What follows belongs to an exercise in optimizing a design on an open flow for small area, a short achievable clock period and few clock cycles; a production flow would make more cautious choices.
At most, simulation tests tie the RTL to the original design; equivalence was not proved.

// cv_unit
module cv_unit (
    input  wire        clk,
    input  wire        rst,       
    input  wire        we,
    input  wire [2:0]  waddr,
    input  wire [63:0] wdata,
    input  wire [2:0]  raddr,
    output reg  [63:0] rdata,
    output wire        busy
);
make LEC_CHECK=0 CAP_MARGIN=20 CORE_MARGIN=2 CORE_UTILIZATION=35 PLACE_DENSITY=0.5 SETUP_SLACK_MARGIN=5 SLEW_MARGIN=20 TNS_END_PERCENT=100 finish   # period 16.0 ns
run.sh (not shown) runs the stock make flow with config.mk's settings and CLKGATE_MAP_FILE= SYNTH_SCRIPT=/design/flow/synth_recipe.tcl, a recipe that flattens the netlist after the stock synthesis.
Testbench counts at the start, summed over its fixed seeds: cycles 7,307.
==> next run, changes <==
==> flow/flow/run.sh (new file) <==
#!/bin/bash
set -euo pipefail
bash standard.sh SETUP_SLACK_MARGIN=7 MATCH_CELL_FOOTPRINT=0 finish > make_finish.log 2>&1
==> flow/standard.sh (new file) <==
#!/bin/bash
# synth_recipe.tcl (not shown) runs the flow's synth.tcl, then flattens the netlist and writes it again
# the make line also repeats each setting of config.mk as NAME=value (left out here)
make -C /OpenROAD-flow-scripts/flow DESIGN_CONFIG=/design/flow/config.mk WORK_HOME=/design/flow/orfs CLKGATE_MAP_FILE= SYNTH_SCRIPT=/design/flow/synth_recipe.tcl "${@:-finish}"
- CORE_UTILIZATION: 35 -> 30
- PLACE_DENSITY: 0.5 -> 0.45
- SETUP_SLACK_MARGIN: 5 -> not set
removed: flow/run.sh
After rerunning:
- The changed run finished with timing, DRC and antenna clean
- register-to-register slack improved by 1600 ps
- die area goes up by 16%
- final cell count goes up by 6.8%
- final area goes up by 12%
- synthesized cell count is unchanged
- count of clock-buffer cells in the layout stays the same
- area after synthesis is unchanged
- wire length goes up by 5.6%
- via count goes up by 2.1%
==> next run, changes <==
==> flow/flow/run.sh (replaced) <==
#!/bin/bash
set -euo pipefail
bash standard.sh SETUP_SLACK_MARGIN=7 cts > make_cts.log 2>&1
bash standard.sh finish > make_finish.log 2>&1
- CORE_UTILIZATION: 30 -> 33
- PLACE_DENSITY: 0.45 -> 0.5
Result: The new run finished clean. Fmax shrinks by 3.8%. Routed wire length went down by 4.1%. Non-clock buffer count drops by 128. Worst setup slack gets worse by 360 ps. Count of clock-buffer cells in the layout rises by 3. Worst hold slack is about the same. Die area falls by 9.0%. Sequential share of layout area is higher by 0.46 points.
==> next run, changes <==
==> flow/flow/run.sh (replaced) <==
#!/bin/bash
set -euo pipefail
bash standard.sh SETUP_SLACK_MARGIN=6 MATCH_CELL_FOOTPRINT=0 finish > make_finish.log 2>&1
- CORE_UTILIZATION: 33 -> 30
- PLACE_DENSITY: 0.5 -> 0.45
Effect: The changed run completed with no timing, DRC or antenna violations; cell area fell by 4.4%; register-to-register slack gets worse by 280 ps; global-route usage drops by 3.7 points; cell count goes up by 0.89%; synthesized cell count does not change; clock skew goes up by 26 ps; setup slack got worse by 560 ps; critical path depth shrinks by 26; sequential cell count is unchanged; non-clock buffer count is lower by 157.

cv_unit, a different RTL version from the one above (not shown whole).
Size in the first run: about 310 flip-flops, about 140 I/O pins.
Settings: LEC_CHECK=0, CAP_MARGIN=20, CORE_MARGIN=2, CORE_UTILIZATION=30, PLACE_DENSITY=0.45, SLEW_MARGIN=20, TNS_END_PERCENT=100; clock period 16.0 ns.
standard.sh (not shown) runs the stock make flow with config.mk's settings and CLKGATE_MAP_FILE= SYNTH_SCRIPT=/design/flow/synth_recipe.tcl, a recipe that flattens the netlist after the stock synthesis.
==> flow/flow/run.sh <==
#!/bin/bash
set -euo pipefail
bash standard.sh SETUP_SLACK_MARGIN=7.5 MATCH_CELL_FOOTPRINT=0 finish > make_finish.log 2>&1
Testbench counts at the start, summed over its fixed seeds: cycles 7,307.
Edit:
==> flow/flow/run.sh (replaced) <==
#!/bin/bash
set -euo pipefail
bash standard.sh SETUP_SLACK_MARGIN=7 MATCH_CELL_FOOTPRINT=0 finish > make_finish.log 2>&1
=> The changed run finished clean. Synthesized cell count does not change. Synthesized area stays the same. Clock-buffer cell count stays the same. Fmax shrinks by 4.0%. Design area shrinks by 6.8%. Register-to-register slack gets worse by 560 ps. Utilization shrinks by 2.5 points. Sequential share of layout area grows by 0.72 points. Via count shrinks by 3.6%.

Setup of try-sierra:
Another version of the RTL of cv_unit (not shown whole).
Size: roughly 310 flip-flops, about 140 I/O pins, roughly 0.057 mm² of cells after synthesis.
Settings: LEC_CHECK=0, CAP_MARGIN=20, CORE_MARGIN=2, CORE_UTILIZATION=25, PLACE_DENSITY=0.4, SLEW_MARGIN=20, TNS_END_PERCENT=100; clock period 16.0 ns.
==> flow/flow/run.sh <==
#!/bin/bash
set -euo pipefail
bash standard.sh SETUP_SLACK_MARGIN=7 MATCH_CELL_FOOTPRINT=0 finish > make_finish.log 2>&1
Testbench counts of try-sierra, summed over its fixed seeds: cycles 7,307.
The following lists how try-quartz was set up differently from try-sierra:
==> flow/flow/run.sh <==
#!/bin/bash
set -euo pipefail
bash standard.sh SETUP_SLACK_MARGIN=6.75 MATCH_CELL_FOOTPRINT=0 finish > make_finish.log 2>&1
diff --git a/flow/config.mk b/flow/config.mk
--- a/flow/config.mk
+++ b/flow/config.mk
@@ -8,6 +8,6 @@
 export CAP_MARGIN = 20
 export CORE_MARGIN = 2
-export CORE_UTILIZATION = 25
-export PLACE_DENSITY = 0.4
+export CORE_UTILIZATION = 30
+export PLACE_DENSITY = 0.45
 export SLEW_MARGIN = 20
 export TNS_END_PERCENT = 100
==> summary.txt <==
try-quartz vs. try-sierra: remaining max-slew budget at the tightest pin has increased; core utilization of the finished layout has increased; number of buffers added for setup after CTS has decreased; number of placement rows has decreased. Share of final layout cell area taken by non-clock buffers across try-sierra and try-quartz: no real change. try-quartz ended up with a higher global-route usage than try-sierra did. The final layouts of try-sierra and try-quartz pass the timing, design-rule and antenna checks. Highest clock frequency the design can meet is lower on try-quartz.
Here is what was changed in the inputs of try-lagoon compared with try-quartz.
==> flow/flow/run.sh <==
#!/bin/bash
set -euo pipefail
bash standard.sh SETUP_SLACK_MARGIN=7 MATCH_CELL_FOOTPRINT=0 finish > make_finish.log 2>&1
diff --git a/flow/config.mk b/flow/config.mk
--- a/flow/config.mk
+++ b/flow/config.mk
@@ -8,6 +8,6 @@
 export CAP_MARGIN = 20
 export CORE_MARGIN = 2
-export CORE_UTILIZATION = 30
-export PLACE_DENSITY = 0.45
+export CORE_UTILIZATION = 20
+export PLACE_DENSITY = 0.35
 export SLEW_MARGIN = 20
 export TNS_END_PERCENT = 100
Wire length, try-lagoon vs try-quartz: up by a few percent
Of try-lagoon and try-quartz, the run reporting the higher smallest setup slack after layout was try-lagoon.
try-lagoon: full flow OK, the timing, design-rule and antenna checks passed
Compared with try-quartz, try-lagoon improves post-layout minimum cycle time.
In the tables for try-lagoon and try-quartz, via count reads higher with try-quartz.
Relative to try-lagoon, the following input files were edited for try-pepper:
diff --git a/flow/config.mk b/flow/config.mk
--- a/flow/config.mk
+++ b/flow/config.mk
@@ -8,6 +8,6 @@
 export CAP_MARGIN = 20
 export CORE_MARGIN = 2
-export CORE_UTILIZATION = 20
-export PLACE_DENSITY = 0.35
+export CORE_UTILIZATION = 30
+export PLACE_DENSITY = 0.45
 export SLEW_MARGIN = 20
 export TNS_END_PERCENT = 100
==> comparison <==

cv_unit, a different RTL version from the one above (not shown whole).
Size: roughly 7900 cells after synthesis, roughly 140 I/O pins, ~58000 µm² of cells after synthesis.
==> flow/config.mk <==
export PLATFORM = sky130hd
export DESIGN_NAME = cv_unit
export DESIGN_NICKNAME = cv_unit
export VERILOG_FILES = /design/flow/design.v
export SDC_FILE = /design/flow/constraint.sdc
export NUM_CORES = 4
export LEC_CHECK = 0
export CAP_MARGIN = 20
export CORE_MARGIN = 2
export CORE_UTILIZATION = 30
export PLACE_DENSITY = 0.45
export SLEW_MARGIN = 20
export TNS_END_PERCENT = 100
==> flow/constraint.sdc <==
create_clock -name core_clock -period 16.0 [get_ports {clk}]
set_input_delay 3.2000 -clock core_clock [delete_from_list [all_inputs] [get_ports {clk}]]
set_output_delay 3.2000 -clock core_clock [all_outputs]
set_load 0.01 [all_outputs]
==> flow/flow/run.sh <==
#!/bin/bash
set -euo pipefail
bash standard.sh SETUP_SLACK_MARGIN=7 MATCH_CELL_FOOTPRINT=0 \
    'BUFFER_PORTS_ARGS=-buffer_cell sky130_fd_sc_hd__buf_4' finish > make_finish.log 2>&1
Next try:
==> flow/flow/run.sh (replaced) <==
#!/bin/bash
set -euo pipefail
bash standard.sh SETUP_SLACK_MARGIN=7 MATCH_CELL_FOOTPRINT=0 finish > make_finish.log 2>&1
After rerunning:
- core utilization grows by 0.88 points
- maximum frequency grows by a few percent
- routed wire length grows by a few percent
- via count grows slightly
No run of this note included a check of the RTL's function; only the layout flow was run.

cv_unit, a different RTL version from the one above (not shown whole).
For scale: about 8700 cells after synthesis, about 310 flip-flops.
Design cv_unit, start of the top module:
module cv_unit (
    input  wire        clk,
    input  wire        rst,       
    input  wire        we,
    input  wire [2:0]  waddr,
    input  wire [63:0] wdata,
    input  wire [2:0]  raddr,
    output reg  [63:0] rdata,
    output wire        busy
);
==> flow/config.mk <==
export PLATFORM = sky130hd
export DESIGN_NAME = cv_unit
export DESIGN_NICKNAME = cv_unit
export VERILOG_FILES = /design/flow/design.v
export SDC_FILE = /design/flow/constraint.sdc
export NUM_CORES = 4
export LEC_CHECK = 0
export CAP_MARGIN = 20
export CORE_MARGIN = 2
export CORE_UTILIZATION = 50
export PLACE_DENSITY = 0.65
export SETUP_SLACK_MARGIN = 5
export SLEW_MARGIN = 20
export TNS_END_PERCENT = 100
==> flow/constraint.sdc <==
create_clock -name core_clock -period 16.0 [get_ports {clk}]
set_input_delay 3.2000 -clock core_clock [delete_from_list [all_inputs] [get_ports {clk}]]
set_output_delay 3.2000 -clock core_clock [all_outputs]
set_load 0.01 [all_outputs]
run.sh (not shown) runs the stock make flow with config.mk's settings and CLKGATE_MAP_FILE= SYNTH_SCRIPT=/design/flow/synth_recipe.tcl, a recipe that flattens the netlist after the stock synthesis.
Stock flow here: none of the scripts above is used.
==> next run, changes <==
CORE_UTILIZATION = 25   (was 50)
PLACE_DENSITY = 0.4   (was 0.65)
SETUP_SLACK_MARGIN = not set   (was 5)
TNS_END_PERCENT = not set   (was 100)
Setup slack gets worse by 0.28 ns.
Global-route usage fell by 25 points.
Routed wire length rose by roughly a tenth.
Utilization fell by 26 points.
Die area rose by well over a third.
Function was not checked in any run of this note: the RTL went through the layout flow alone.

## re-timing with driven ports
The results above use ideal ports. As a check the final layouts listed here were re-extracted and re-timed, cells and wires unchanged.
Step 1 assumes that a clkbuf_16 drives the clock port and a buf_2 every other input.
Step 2 also shifts input and output timing later by t, the mid clock arrival at the registers, as if the neighbouring blocks saw the same clock.
Three values: ideal, step 1, step 2; two values: the first two.
run | shift t [ns] | setup slack, ns | worst setup path after step 2 | latest minus earliest clock arrival (ns) | cell pins on the clock port's net
the first run of note 1 | 0.718 | 5.022 / 5.083 / 4.366 | input to register | 0.066 / 0.067 | 1
the second run of note 1 | 0.748 | 6.815 / 6.850 / 6.127 | input to register | 0.077 / 0.077 | 1
the third run of note 1 | 0.727 | 6.456 / 6.432 / 5.822 | input to register | 0.042 / 0.042 | 1
the fourth run of note 1 | 0.744 | 5.896 / 5.850 / 5.319 | input to register | 0.067 / 0.068 | 1
the first run of note 2 | 0.705 | 7.267 / 7.193 / 6.717 | input to register | 0.057 / 0.057 | 1
the second run of note 2 | 0.698 | 6.908 / 6.865 / 6.261 | input to register | 0.053 / 0.053 | 1
try-sierra | 0.710 | 6.785 / 6.723 / 6.191 | input to register | 0.058 / 0.057 | 1
try-quartz | 0.724 | 6.382 / 6.318 / 6.020 | input to register | 0.050 / 0.049 | 1
try-lagoon | 0.742 | 6.888 / 6.825 / 6.259 | input to register | 0.041 / 0.042 | 1
try-pepper | 0.722 | 6.772 / 6.706 / 6.321 | input to register | 0.054 / 0.054 | 1
the first run of note 4 | 0.702 | 6.644 / 6.644 / 6.236 | input to register | 0.052 / 0.053 | 1
the second run of note 4 | 0.728 | 6.865 / 6.831 / 6.251 | input to register | 0.062 / 0.062 | 1
the first run of note 5 | 0.712 | 5.093 / 5.153 / 4.444 | input to register | 0.076 / 0.075 | 1
the second run of note 5 | 0.770 | 4.812 / 4.712 / 4.220 | input to register | 0.045 / 0.045 | 1
After both steps setup and hold are still met in every run listed. For the second run of note 1, which loses most, drivers alone change the setup slack by +0.035 ns; drivers and shift together by -0.688 ns.
